This is an optimization exercise on Yosys and OpenROAD, whose aim is small area, a short achievable clock period and few clock cycles per item, not a production implementation. RTL that was checked went through simulation tests only; none was proved equivalent to the original.

==> inputs of wip/amber <==
==> flow/design.v <==
module tk_sha512_k (
    input  wire [6:0]  idx,
    output reg  [63:0] k
);
    always @(*) begin
        case (idx)
            7'd0: k = 64'h428a2f98d728ae22;
            7'd1: k = 64'h7137449123ef65cd;
            7'd2: k = 64'hb5c0fbcfec4d3b2f;
            7'd3: k = 64'he9b5dba58189dbbc;
            7'd4: k = 64'h3956c25bf348b538;
            7'd5: k = 64'h59f111f1b605d019;
            7'd6: k = 64'h923f82a4af194f9b;
            7'd7: k = 64'hab1c5ed5da6d8118;
            7'd8: k = 64'hd807aa98a3030242;
            7'd9: k = 64'h12835b0145706fbe;
            7'd10: k = 64'h243185be4ee4b28c;
            7'd11: k = 64'h550c7dc3d5ffb4e2;
            7'd12: k = 64'h72be5d74f27b896f;
            7'd13: k = 64'h80deb1fe3b1696b1;
            7'd14: k = 64'h9bdc06a725c71235;
            7'd15: k = 64'hc19bf174cf692694;
            7'd16: k = 64'he49b69c19ef14ad2;
            7'd17: k = 64'hefbe4786384f25e3;
            7'd18: k = 64'h0fc19dc68b8cd5b5;
            7'd19: k = 64'h240ca1cc77ac9c65;
            7'd20: k = 64'h2de92c6f592b0275;
            7'd21: k = 64'h4a7484aa6ea6e483;
            7'd22: k = 64'h5cb0a9dcbd41fbd4;
            7'd23: k = 64'h76f988da831153b5;
            7'd24: k = 64'h983e5152ee66dfab;
            7'd25: k = 64'ha831c66d2db43210;
            7'd26: k = 64'hb00327c898fb213f;
            7'd27: k = 64'hbf597fc7beef0ee4;
            7'd28: k = 64'hc6e00bf33da88fc2;
            7'd29: k = 64'hd5a79147930aa725;
            7'd30: k = 64'h06ca6351e003826f;
            7'd31: k = 64'h142929670a0e6e70;
            7'd32: k = 64'h27b70a8546d22ffc;
            7'd33: k = 64'h2e1b21385c26c926;
            7'd34: k = 64'h4d2c6dfc5ac42aed;
            7'd35: k = 64'h53380d139d95b3df;
            7'd36: k = 64'h650a73548baf63de;
            7'd37: k = 64'h766a0abb3c77b2a8;
            7'd38: k = 64'h81c2c92e47edaee6;
            7'd39: k = 64'h92722c851482353b;
            7'd40: k = 64'ha2bfe8a14cf10364;
            7'd41: k = 64'ha81a664bbc423001;
            7'd42: k = 64'hc24b8b70d0f89791;
            7'd43: k = 64'hc76c51a30654be30;
            7'd44: k = 64'hd192e819d6ef5218;
            7'd45: k = 64'hd69906245565a910;
            7'd46: k = 64'hf40e35855771202a;
            7'd47: k = 64'h106aa07032bbd1b8;
            7'd48: k = 64'h19a4c116b8d2d0c8;
            7'd49: k = 64'h1e376c085141ab53;
            7'd50: k = 64'h2748774cdf8eeb99;
            7'd51: k = 64'h34b0bcb5e19b48a8;
            7'd52: k = 64'h391c0cb3c5c95a63;
            7'd53: k = 64'h4ed8aa4ae3418acb;
            7'd54: k = 64'h5b9cca4f7763e373;
            7'd55: k = 64'h682e6ff3d6b2b8a3;
            7'd56: k = 64'h748f82ee5defb2fc;
            7'd57: k = 64'h78a5636f43172f60;
            7'd58: k = 64'h84c87814a1f0ab72;
            7'd59: k = 64'h8cc702081a6439ec;
            7'd60: k = 64'h90befffa23631e28;
            7'd61: k = 64'ha4506cebde82bde9;
            7'd62: k = 64'hbef9a3f7b2c67915;
            7'd63: k = 64'hc67178f2e372532b;
            7'd64: k = 64'hca273eceea26619c;
            7'd65: k = 64'hd186b8c721c0c207;
            7'd66: k = 64'heada7dd6cde0eb1e;
            7'd67: k = 64'hf57d4f7fee6ed178;
            7'd68: k = 64'h06f067aa72176fba;
            7'd69: k = 64'h0a637dc5a2c898a6;
            7'd70: k = 64'h113f9804bef90dae;
            7'd71: k = 64'h1b710b35131c471b;
            7'd72: k = 64'h28db77f523047d84;
            7'd73: k = 64'h32caab7b40c72493;
            7'd74: k = 64'h3c9ebe0a15c9bebc;
            7'd75: k = 64'h431d67c49c100d4c;
            7'd76: k = 64'h4cc5d4becb3e42b6;
            7'd77: k = 64'h597f299cfc657e2a;
            7'd78: k = 64'h5fcb6fab3ad6faec;
            7'd79: k = 64'h6c44198c4a475817;
            default: k = 64'h0;
        endcase
    end
endmodule
module tk_sha512 (
    input  wire         clk,
    input  wire         rst,         
    input  wire         in_valid,
    output wire         in_ready,
    input  wire [63:0]  in_data,
    input  wire         in_first,
    output reg          out_valid,
    output wire [511:0] digest
);
    localparam [63:0] IV0 = 64'h6a09e667f3bcc908,
                      IV1 = 64'hbb67ae8584caa73b,
                      IV2 = 64'h3c6ef372fe94f82b,
                      IV3 = 64'ha54ff53a5f1d36f1,
                      IV4 = 64'h510e527fade682d1,
                      IV5 = 64'h9b05688c2b3e6c1f,
                      IV6 = 64'h1f83d9abfb41bd6b,
                      IV7 = 64'h5be0cd19137e2179;
    reg        run;           
    reg        fin;           
    reg        hw0;           
    reg        first_n;       
    reg        first_c;       
    reg [6:0]  t;             
    reg [6:0]  tk;            
    reg [6:0]  tn;            
    reg [63:0] kc;            
    reg [63:0] r0, r1, r2, r3, q0, q1, q2, q3;
    reg [63:0] a, b, c, d, e, f, g, h;
    reg [63:0] p;
    reg [1023:0] wv;
    assign digest = {r3, r2, r1, r0, q3, q2, q1, q0};
    wire t_le13 = (t <= 7'd13);
    wire t_79   = (t == 7'd79);
    wire idle   = !run && !fin;
    wire pre    = (fin || idle) && hw0;       
    assign in_ready = (run && (t_le13 || t_79)) || fin || idle;
    wire accept = in_valid && in_ready;
    wire take_w0 = accept && !pre && !(run && t_le13);   
    wire start  = accept && pre;              
    wire adv    = run && (!t_le13 || in_valid);
    wire sched  = run && (t >= 7'd14) && (t <= 7'd77);
    wire ring   = (run && (t >= 7'd77)) || fin;
    wire ld_iv  = pre && first_n;
    function [63:0] hc_add(input [63:0] x, input [63:0] y);
        reg [63:0] gg, pp, g2, p2;
        integer i, l;
        begin
            gg = x & y;
            pp = x ^ y;
            for (l = 0; l < 6; l = l + 1) begin
                g2 = gg; p2 = pp;
                for (i = 1; i < 64; i = i + 2)
                    if (i >= (1 << l)) begin
                        g2[i] = gg[i] | (pp[i] & gg[i - (1 << l)]);
                        p2[i] = pp[i] & pp[i - (1 << l)];
                    end
                gg = g2; pp = p2;
            end
            for (i = 2; i < 64; i = i + 2)
                gg[i] = gg[i] | (pp[i] & gg[i - 1]);
            hc_add = (x ^ y) ^ {gg[62:0], 1'b0};
        end
    endfunction
    function [63:0] maj3(input [63:0] x, input [63:0] y, input [63:0] z);
        maj3 = (x & y) | (x & z) | (y & z);
    endfunction
    wire [63:0] bsig0 = {a[27:0], a[63:28]} ^ {a[33:0], a[63:34]} ^ {a[38:0], a[63:39]};
    wire [63:0] bsig1 = {e[13:0], e[63:14]} ^ {e[17:0], e[63:18]} ^ {e[40:0], e[63:41]};
    wire [63:0] ch    = (e & f) ^ (~e & g);
    wire [63:0] mj    = maj3(a, b, c);
    wire [63:0] s1 = p ^ bsig1 ^ ch;
    wire [63:0] c1 = {maj3(p, bsig1, ch), 1'b0};
    wire [63:0] s2 = s1 ^ c1 ^ d;
    wire [63:0] c2 = {maj3(s1, c1, d), 1'b0};
    wire [63:0] e_new = hc_add(s2, c2);
    wire [63:0] s3 = s1 ^ c1 ^ bsig0;
    wire [63:0] c3 = {maj3(s1, c1, bsig0), 1'b0};
    wire [63:0] s4 = s3 ^ c3 ^ mj;
    wire [63:0] c4 = {maj3(s3, c3, mj), 1'b0};
    wire [63:0] a_new = hc_add(s4, c4);
    wire [63:0] w0  = wv[63:0];
    wire [63:0] w1  = wv[127:64];
    wire [63:0] w9  = wv[639:576];
    wire [63:0] w14 = wv[959:896];
    wire [63:0] w15 = wv[1023:960];
    wire [63:0] ssig0 = {w1[0], w1[63:1]} ^ {w1[7:0], w1[63:8]} ^ (w1 >> 7);
    wire [63:0] ssig1 = {w14[18:0], w14[63:19]} ^ {w14[60:0], w14[63:61]} ^ (w14 >> 6);
    wire [63:0] s5 = ssig1 ^ w9 ^ ssig0;
    wire [63:0] c5 = {maj3(ssig1, w9, ssig0), 1'b0};
    wire [63:0] s6 = s5 ^ c5 ^ w0;
    wire [63:0] c6 = {maj3(s5, c5, w0), 1'b0};
    wire [63:0] w_new = hc_add(s6, c6);
    wire [63:0] k_n;
    tk_sha512_k u_k (.idx(tn), .k(k_n));
    wire [63:0] k_t = kc;
    wire [63:0] hn = run ? g : (first_n ? IV7 : (fin ? q1 : h));
    wire [63:0] s7 = hn ^ k_t ^ w15;
    wire [63:0] c7 = {maj3(hn, k_t, w15), 1'b0};
    wire [63:0] p_new = hc_add(s7, c7);
    reg [63:0] iva, ive;
    always @(*) begin
        case ({fin, t[1:0]})
            3'b001:  begin iva = IV3; ive = IV7; end    
            3'b010:  begin iva = IV2; ive = IV6; end    
            3'b011:  begin iva = IV1; ive = IV5; end    
            default: begin iva = IV0; ive = IV4; end    
        endcase
    end
    wire [63:0] ra = hc_add(first_c ? iva : r0, a);
    wire [63:0] re = hc_add(first_c ? ive : q0, e);
    always @(posedge clk) begin
        if (rst) begin
            run       <= 1'b0;
            fin       <= 1'b0;
            hw0       <= 1'b0;
            out_valid <= 1'b0;
        end else begin
            out_valid <= fin;
            if (run) begin
                if (adv) begin
                    t  <= t + 7'd1;
                    tk <= tk + 7'd1;
                    tn <= tn + 7'd1;
                    kc <= k_n;
                end
                if (t_79) begin
                    tk  <= 7'd0;
                    tn  <= 7'd1;
                    kc  <= 64'h428a2f98d728ae22;
                    run <= 1'b0;
                    fin <= 1'b1;
                end
            end else begin
                fin <= 1'b0;
            end
            if (take_w0) begin
                hw0     <= 1'b1;
                first_n <= in_first;
            end
            if (!run) begin
                tk <= 7'd0;
                tn <= 7'd1;
                kc <= 64'h428a2f98d728ae22;
            end
            if (start) begin
                tn      <= 7'd2;
                kc      <= 64'h7137449123ef65cd;
                hw0     <= 1'b0;
                run     <= 1'b1;
                t       <= 7'd0;
                tk      <= 7'd1;
                first_c <= first_n;
            end
        end
    end
    always @(posedge clk) begin
        if (accept || sched)
            wv <= {(in_ready ? in_data : w_new), wv[1023:64]};
        if (adv || pre)
            p <= p_new;
        if (ring) begin
            r0 <= r1; r1 <= r2; r2 <= r3; r3 <= ra;
            q0 <= q1; q1 <= q2; q2 <= q3; q3 <= re;
        end
        if (ld_iv) begin
            a <= IV0; b <= IV1; c <= IV2; d <= IV3;
            e <= IV4; f <= IV5; g <= IV6; h <= IV7;
        end else if (fin) begin
            a <= ra; b <= r3; c <= r2; d <= r1;
            e <= re; f <= q3; g <= q2; h <= q1;
        end else if (adv) begin
            h <= g; g <= f; f <= e; e <= e_new;
            d <= c; c <= b; b <= a; a <= a_new;
        end
    end
endmodule
==> flow/run.sh <==
#!/bin/bash
# synth_recipe.tcl (not shown) runs the flow's synth.tcl, then flattens the netlist and writes it again
# the make line also repeats each setting of config.mk as NAME=value (left out here)
make -C /OpenROAD-flow-scripts/flow DESIGN_CONFIG=/design/flow/config.mk WORK_HOME=/design/flow/orfs CLKGATE_MAP_FILE= SYNTH_SCRIPT=/design/flow/synth_recipe.tcl finish
==> flow/config.mk <==
export PLATFORM = sky130hd
export DESIGN_NAME = tk_sha512
export DESIGN_NICKNAME = tk_sha512
export VERILOG_FILES = /design/flow/design.v
export SDC_FILE = /design/flow/constraint.sdc
export NUM_CORES = 4
export LEC_CHECK = 0
export ABC_CLOCK_PERIOD_IN_PS = 4000
export CAP_MARGIN = 20
export CORE_MARGIN = 2
export CORE_UTILIZATION = 40
export PLACE_DENSITY = 0.6
export SETUP_SLACK_MARGIN = 5
export SLEW_MARGIN = 20
export SYNTH_MEMORY_MAX_BITS = 16384
==> flow/constraint.sdc <==
create_clock -name core_clock -period 10.0 [get_ports {clk}]
set_input_delay 2.0000 -clock core_clock [delete_from_list [all_inputs] [get_ports {clk}]]
set_output_delay 2.0000 -clock core_clock [all_outputs]
set_load 0.01 [all_outputs]
==> wip/yarrow (differences from wip/amber) <==
--- a/flow/design.v
+++ b/flow/design.v
@@ -112,11 +112,15 @@
     reg        first_n;       
     reg        first_c;       
     reg [6:0]  t;             
+    reg        ivr;           
+    reg        ifr;           
+    reg [63:0] idr;           
     reg [6:0]  tk;            
     reg [6:0]  tn;            
     reg [63:0] kc;            
     reg [63:0] r0, r1, r2, r3, q0, q1, q2, q3;
     reg [63:0] a, b, c, d, e, f, g, h;
+    reg [63:0] s1r, chr;
     reg [63:0] p;
     reg [1023:0] wv;
     assign digest = {r3, r2, r1, r0, q3, q2, q1, q0};
@@ -124,15 +128,21 @@
     wire t_79   = (t == 7'd79);
     wire idle   = !run && !fin;
     wire pre    = (fin || idle) && hw0;       
-    assign in_ready = (run && (t_le13 || t_79)) || fin || idle;
-    wire accept = in_valid && in_ready;
+    wire cons   = (run && (t_le13 || t_79)) || fin || idle;    
+    wire accept = ivr;                                          
     wire take_w0 = accept && !pre && !(run && t_le13);   
     wire start  = accept && pre;              
-    wire adv    = run && (!t_le13 || in_valid);
+    wire adv    = run && (!t_le13 || ivr);
+    wire run_nx    = start || (run && !t_79);
+    wire fin_nx    = run && t_79;
+    wire step      = run && adv;
+    wire t_le13_nx = start || (step ? (t <= 7'd12) : t_le13);
+    wire t_79_nx   = !start && (step ? (t == 7'd78) : t_79);
+    assign in_ready = (run_nx && (t_le13_nx || t_79_nx)) || fin_nx || (!run_nx && !fin_nx);
     wire sched  = run && (t >= 7'd14) && (t <= 7'd77);
     wire ring   = (run && (t >= 7'd77)) || fin;
     wire ld_iv  = pre && first_n;
-    function [63:0] hc_add(input [63:0] x, input [63:0] y);
+    function [63:0] sk_add(input [63:0] x, input [63:0] y);
         reg [63:0] gg, pp, g2, p2;
         integer i, l;
         begin
@@ -140,35 +150,53 @@
             pp = x ^ y;
             for (l = 0; l < 6; l = l + 1) begin
                 g2 = gg; p2 = pp;
-                for (i = 1; i < 64; i = i + 2)
-                    if (i >= (1 << l)) begin
-                        g2[i] = gg[i] | (pp[i] & gg[i - (1 << l)]);
-                        p2[i] = pp[i] & pp[i - (1 << l)];
+                for (i = 0; i < 64; i = i + 1)
+                    if (i & (1 << l)) begin
+                        g2[i] = gg[i] | (pp[i] & gg[((i >> l) << l) - 1]);
+                        p2[i] = pp[i] & pp[((i >> l) << l) - 1];
                     end
                 gg = g2; pp = p2;
             end
-            for (i = 2; i < 64; i = i + 2)
-                gg[i] = gg[i] | (pp[i] & gg[i - 1]);
-            hc_add = (x ^ y) ^ {gg[62:0], 1'b0};
+            sk_add = (x ^ y) ^ {gg[62:0], 1'b0};
         end
     endfunction
     function [63:0] maj3(input [63:0] x, input [63:0] y, input [63:0] z);
         maj3 = (x & y) | (x & z) | (y & z);
     endfunction
+    function [63:0] bs1(input [63:0] x);
+        bs1 = {x[13:0], x[63:14]} ^ {x[17:0], x[63:18]} ^ {x[40:0], x[63:41]};
+    endfunction
+    function [63:0] chf(input [63:0] x, input [63:0] y, input [63:0] z);
+        chf = (x & y) ^ (~x & z);
+    endfunction
     wire [63:0] bsig0 = {a[27:0], a[63:28]} ^ {a[33:0], a[63:34]} ^ {a[38:0], a[63:39]};
-    wire [63:0] bsig1 = {e[13:0], e[63:14]} ^ {e[17:0], e[63:18]} ^ {e[40:0], e[63:41]};
-    wire [63:0] ch    = (e & f) ^ (~e & g);
     wire [63:0] mj    = maj3(a, b, c);
-    wire [63:0] s1 = p ^ bsig1 ^ ch;
-    wire [63:0] c1 = {maj3(p, bsig1, ch), 1'b0};
+    wire [63:0] s1 = p ^ s1r ^ chr;
+    wire [63:0] c1 = {maj3(p, s1r, chr), 1'b0};
     wire [63:0] s2 = s1 ^ c1 ^ d;
     wire [63:0] c2 = {maj3(s1, c1, d), 1'b0};
-    wire [63:0] e_new = hc_add(s2, c2);
+    wire [63:0] e_new = sk_add(s2, c2);
     wire [63:0] s3 = s1 ^ c1 ^ bsig0;
     wire [63:0] c3 = {maj3(s1, c1, bsig0), 1'b0};
     wire [63:0] s4 = s3 ^ c3 ^ mj;
     wire [63:0] c4 = {maj3(s3, c3, mj), 1'b0};
-    wire [63:0] a_new = hc_add(s4, c4);
+    wire [63:0] a_new = sk_add(s4, c4);
+    reg [63:0] a_d, b_d, c_d, d_d, e_d, f_d, g_d, h_d;
+    always @(*) begin
+        if (ld_iv) begin
+            a_d = IV0; b_d = IV1; c_d = IV2; d_d = IV3;
+            e_d = IV4; f_d = IV5; g_d = IV6; h_d = IV7;
+        end else if (fin) begin
+            a_d = ra; b_d = r3; c_d = r2; d_d = r1;
+            e_d = re; f_d = q3; g_d = q2; h_d = q1;
+        end else if (adv) begin
+            a_d = a_new; b_d = a; c_d = b; d_d = c;
+            e_d = e_new; f_d = e; g_d = f; h_d = g;
+        end else begin
+            a_d = a; b_d = b; c_d = c; d_d = d;
+            e_d = e; f_d = f; g_d = g; h_d = h;
+        end
+    end
     wire [63:0] w0  = wv[63:0];
     wire [63:0] w1  = wv[127:64];
     wire [63:0] w9  = wv[639:576];
@@ -180,14 +208,14 @@
     wire [63:0] c5 = {maj3(ssig1, w9, ssig0), 1'b0};
     wire [63:0] s6 = s5 ^ c5 ^ w0;
     wire [63:0] c6 = {maj3(s5, c5, w0), 1'b0};
-    wire [63:0] w_new = hc_add(s6, c6);
+    wire [63:0] w_new = sk_add(s6, c6);
     wire [63:0] k_n;
     tk_sha512_k u_k (.idx(tn), .k(k_n));
     wire [63:0] k_t = kc;
     wire [63:0] hn = run ? g : (first_n ? IV7 : (fin ? q1 : h));
     wire [63:0] s7 = hn ^ k_t ^ w15;
     wire [63:0] c7 = {maj3(hn, k_t, w15), 1'b0};
-    wire [63:0] p_new = hc_add(s7, c7);
+    wire [63:0] p_new = sk_add(s7, c7);
     reg [63:0] iva, ive;
     always @(*) begin
         case ({fin, t[1:0]})
@@ -197,15 +225,17 @@
             default: begin iva = IV0; ive = IV4; end    
         endcase
     end
-    wire [63:0] ra = hc_add(first_c ? iva : r0, a);
-    wire [63:0] re = hc_add(first_c ? ive : q0, e);
+    wire [63:0] ra = sk_add(first_c ? iva : r0, a);
+    wire [63:0] re = sk_add(first_c ? ive : q0, e);
     always @(posedge clk) begin
         if (rst) begin
             run       <= 1'b0;
             fin       <= 1'b0;
             hw0       <= 1'b0;
+            ivr       <= 1'b0;
             out_valid <= 1'b0;
         end else begin
+            ivr       <= in_valid && in_ready;
             out_valid <= fin;
             if (run) begin
                 if (adv) begin
@@ -226,7 +256,7 @@
             end
             if (take_w0) begin
                 hw0     <= 1'b1;
-                first_n <= in_first;
+                first_n <= ifr;
             end
             if (!run) begin
                 tk <= 7'd0;
@@ -245,23 +275,19 @@
         end
     end
     always @(posedge clk) begin
+        idr <= in_data;
+        ifr <= in_first;
         if (accept || sched)
-            wv <= {(in_ready ? in_data : w_new), wv[1023:64]};
+            wv <= {(cons ? idr : w_new), wv[1023:64]};
         if (adv || pre)
             p <= p_new;
         if (ring) begin
             r0 <= r1; r1 <= r2; r2 <= r3; r3 <= ra;
             q0 <= q1; q1 <= q2; q2 <= q3; q3 <= re;
         end
-        if (ld_iv) begin
-            a <= IV0; b <= IV1; c <= IV2; d <= IV3;
-            e <= IV4; f <= IV5; g <= IV6; h <= IV7;
-        end else if (fin) begin
-            a <= ra; b <= r3; c <= r2; d <= r1;
-            e <= re; f <= q3; g <= q2; h <= q1;
-        end else if (adv) begin
-            h <= g; g <= f; f <= e; e <= e_new;
-            d <= c; c <= b; b <= a; a <= a_new;
-        end
+        a <= a_d; b <= b_d; c <= c_d; d <= d_d;
+        e <= e_d; f <= f_d; g <= g_d; h <= h_d;
+        s1r <= bs1(e_d);
+        chr <= chf(e_d, f_d, g_d);
     end
 endmodule
ABC_CLOCK_PERIOD_IN_PS = default   (was 4000)
CORE_UTILIZATION = 50   (was 40)
CTS_CLUSTER_DIAMETER = 100   (was default)
CTS_CLUSTER_SIZE = 20   (was default)
PLACE_DENSITY = 0.65   (was 0.6)
SETUP_SLACK_MARGIN = 4.7   (was 5)
==> summary.txt <==
- In wip/amber the synthesized area is smaller than in wip/yarrow, by 1.5%.
- wip/amber completed without violations. wip/yarrow completed and failed the layout checks on antenna rules.
- First-iteration DRC count: wip/amber is lower than wip/yarrow (about 6.6%).
- In wip/amber the clock-buffer cell count is higher than in wip/yarrow, by 46.
- In wip/yarrow the core utilization is higher than in wip/amber, by 7.7 points.
- Against wip/amber, the cell count of wip/yarrow is lower by about 8%.
- Of wip/yarrow and wip/amber, wip/yarrow has the higher register-to-register slack (gap 0.74 ns).
Testbench counts of wip/yarrow, summed over its fixed seeds: cycles 31,136, blocks 384.
Only the layout flow was run in wip/amber; the RTL was not checked for function there.

[afterwards: timing with drivers on the ports]
In the flow no input, the clock included, has a driving cell. The finished layouts below were timed again as built, in two steps. Step 1 assumes that a clkbuf_16 drives the clock port and a buf_2 every other input. Step 2, shift: input delay + t, output delay - t, t = (earliest + latest rising clock arrival at the registers) / 2. This alone moves slack from input paths to output paths. Three values: no drivers, after step 1, after step 2; two values: the first two.
run | shift t [ns] | setup slack, ns | worst setup path after step 2 | slew at the worst register clock pin (ns) | worst data-port slew with drivers (ns)
wip/amber | 1.018 | 3.915 / 3.915 / 3.915 | register to register | 0.07 / 0.07 | 0.28
wip/yarrow | 0.952 | 4.656 / 4.656 / 4.656 | register to register | 0.10 / 0.10 | 0.11
